This design comes from an exercise in tuning for small area on the open sky130 flow, not from production work.
Function was checked by simulation only, so behaviour that the tests miss may differ from the original.
Power figures rest on the tool's default switching activity, not on a simulated workload.

==> flow/design.v (excerpt) <==
module pdm_cic_bank (
    input  wire        clk,
    input  wire        rst,
    input  wire        ratio,       
    input  wire        bit_valid,
    input  wire [15:0] bits,
    output reg         out_valid,
    output wire [3:0]  out_ch,
    output wire [31:0] out_data
);
==> flow/config.mk <==
export PLATFORM = sky130hd
export DESIGN_NAME = pdm_cic_bank
export DESIGN_NICKNAME = pdm_cic_bank
export VERILOG_FILES = /design/flow/design.v
export SDC_FILE = /design/flow/constraint.sdc
export NUM_CORES = 4
export LEC_CHECK = 0
export ABC_AREA = 1
export CAP_MARGIN = 0
export CORE_MARGIN = 2
export CORE_UTILIZATION = 60
export SLEW_MARGIN = 0
==> flow/constraint.sdc <==
create_clock -name core_clock -period 20.0 [get_ports {clk}]
set_input_delay 4.0000 -clock core_clock [delete_from_list [all_inputs] [get_ports {clk}]]
set_output_delay 4.0000 -clock core_clock [all_outputs]
set_load 0.01 [all_outputs]
standard.sh (not shown) runs the stock make flow with config.mk's settings and CLKGATE_MAP_FILE= SYNTH_SCRIPT=/design/flow/synth_recipe.tcl, a recipe that flattens the netlist after the stock synthesis.
==> flow/flow/run.sh <==
#!/bin/bash
# The standard layout, with three changes:
#  - synthesis maps the logic with a stronger ABC area script (flow/abc_area.script);
#    the rest of the standard synthesis (synth_recipe.tcl) is unchanged, so the
#    registers and their names are the standard synthesis's;
#  - port buffers are buf_1;
#  - the clock tree uses clkbuf_8 with sink clusters of at most 20, no dummy loads.
set -euo pipefail
W=$PWD
cat > "$W/area_synth.tcl" <<EOT
# ABC with flow/abc_area.script in place of the ABC_AREA script; everything else
# is synth_recipe.tcl.
proc abc {args} {
  set i [lsearch -exact \$args -script]
  if {\$i >= 0} { lset args [expr {\$i + 1}] $W/flow/abc_area.script }
  yosys abc {*}\$args
}
source $W/synth_recipe.tcl
EOT
export BUFFER_PORTS_ARGS="-buffer_cell sky130_fd_sc_hd__buf_1"
export CTS_ARGS="-sink_clustering_enable -repair_clock_nets -sink_clustering_size 20 -sink_clustering_max_diameter 60 -buf_list sky130_fd_sc_hd__clkbuf_8 -dont_use_dummy_load"
bash standard.sh SYNTH_SCRIPT="$W/area_synth.tcl" finish > orfs_make.log 2>&1
==> flow/flow/abc_area.script <==
strash
dch -f
map -a -B 0.9
mfs2
strash
dch -f
map -a -B 0.9
mfs2
strash
dch -f
map -a -B 0.9
topo
stime -c
Then changed:
--- a/flow/design.v
+++ b/flow/design.v
@@ -11,19 +11,19 @@
   localparam SW = 116;
   reg  [2:0]  phase;       
   reg         clr;         
   reg         act;         
   reg  [2:0]  acnt;
   reg  [15:0] blat;        
   reg  [4:0]  icur;        
-  reg         fin;         
   reg         ohalf;
   reg  [SW*8-1:0] ring_a, ring_b;
   wire [4:0] inext = ratio ? icur + 5'd1 : {1'b0, icur[3:0] + 4'd1};
   wire       shift = act && (icur == 5'd0);
+  wire       fin   = (icur == {ratio, 4'd14});    
   wire       sel_nxt = shift && !clr;
   wire       sel_cur = !shift && !clr;
   wire       ba = act && blat[{1'b0, phase}];
   wire [2:0] phm1 = phase - 3'd1;
   wire       bb = act && blat[{1'b1, phm1}];
   wire [5:0] cidx = {ratio, icur};
   wire [15:0] c0;
@@ -150,27 +150,25 @@
     if (bit_valid) blat <= bits;
     if (rst) begin
       phase <= 3'd0;
       clr   <= 1'b1;
       act   <= 1'b0;
       acnt  <= 3'd0;
       icur  <= {ratio, 4'd14};
-      fin   <= 1'b0;
       ohalf <= 1'b0;
       out_valid <= 1'b0;
     end else begin
       phase <= phase + 3'd1;
       if (phase == 3'd7) clr <= 1'b0;
       if (act && acnt == 3'd7) act <= 1'b0;
       acnt <= acnt + 3'd1;
       if (bit_valid) begin
         act  <= 1'b1;
         acnt <= 3'd0;
         icur <= inext;
-        fin  <= (inext == {ratio, 4'd14});
       end
       if (phase == 3'd0) begin
         if (out_valid) begin
           if (ohalf) out_valid <= 1'b0;
           ohalf <= ~ohalf;
         end else if (act && fin) begin
           out_valid <= 1'b1;
The changed run passed the timing, DRC and antenna checks.
Power stays flat.
Routed wire length increases by a few percent.
Clock skew increases by 0.044 ns.
Via count increases slightly.
Final cell count increases slightly.
Sequential power decreases slightly.
Worst hold slack gets worse by 0.0032 ns.

-- what the ideal ports hide --
The results above use ideal ports. As a check the final layouts listed here were re-extracted and re-timed, cells and wires unchanged.
Step 1 assumes that a clkbuf_16 drives the clock port and a buf_2 every other input.
Step 2 moves the port delays by t, midway between the first and last clock arrival at a register: inputs arrive t later, outputs are due t later. That takes back most of the time a late clock gives input paths.
Slacks: ideal ports / drivers / drivers and shift; pairs: ideal ports / drivers.
run | shift t [ns] | slack for setup (ns) | clock arrival spread, ns | slew at the worst register clock pin (ns) | cell pins on the clock port's net
the first run | 0.802 | 6.570 / 6.614 / 5.812 | 0.114 / 0.114 | 0.12 / 0.12 | 1
the second run | 0.775 | 6.760 / 6.793 / 6.017 | 0.159 / 0.159 | 0.12 / 0.12 | 1
After both steps setup and hold are still met in every run listed. For the first run, which loses most, drivers alone change the setup slack by +0.044 ns; drivers and shift together by -0.758 ns.
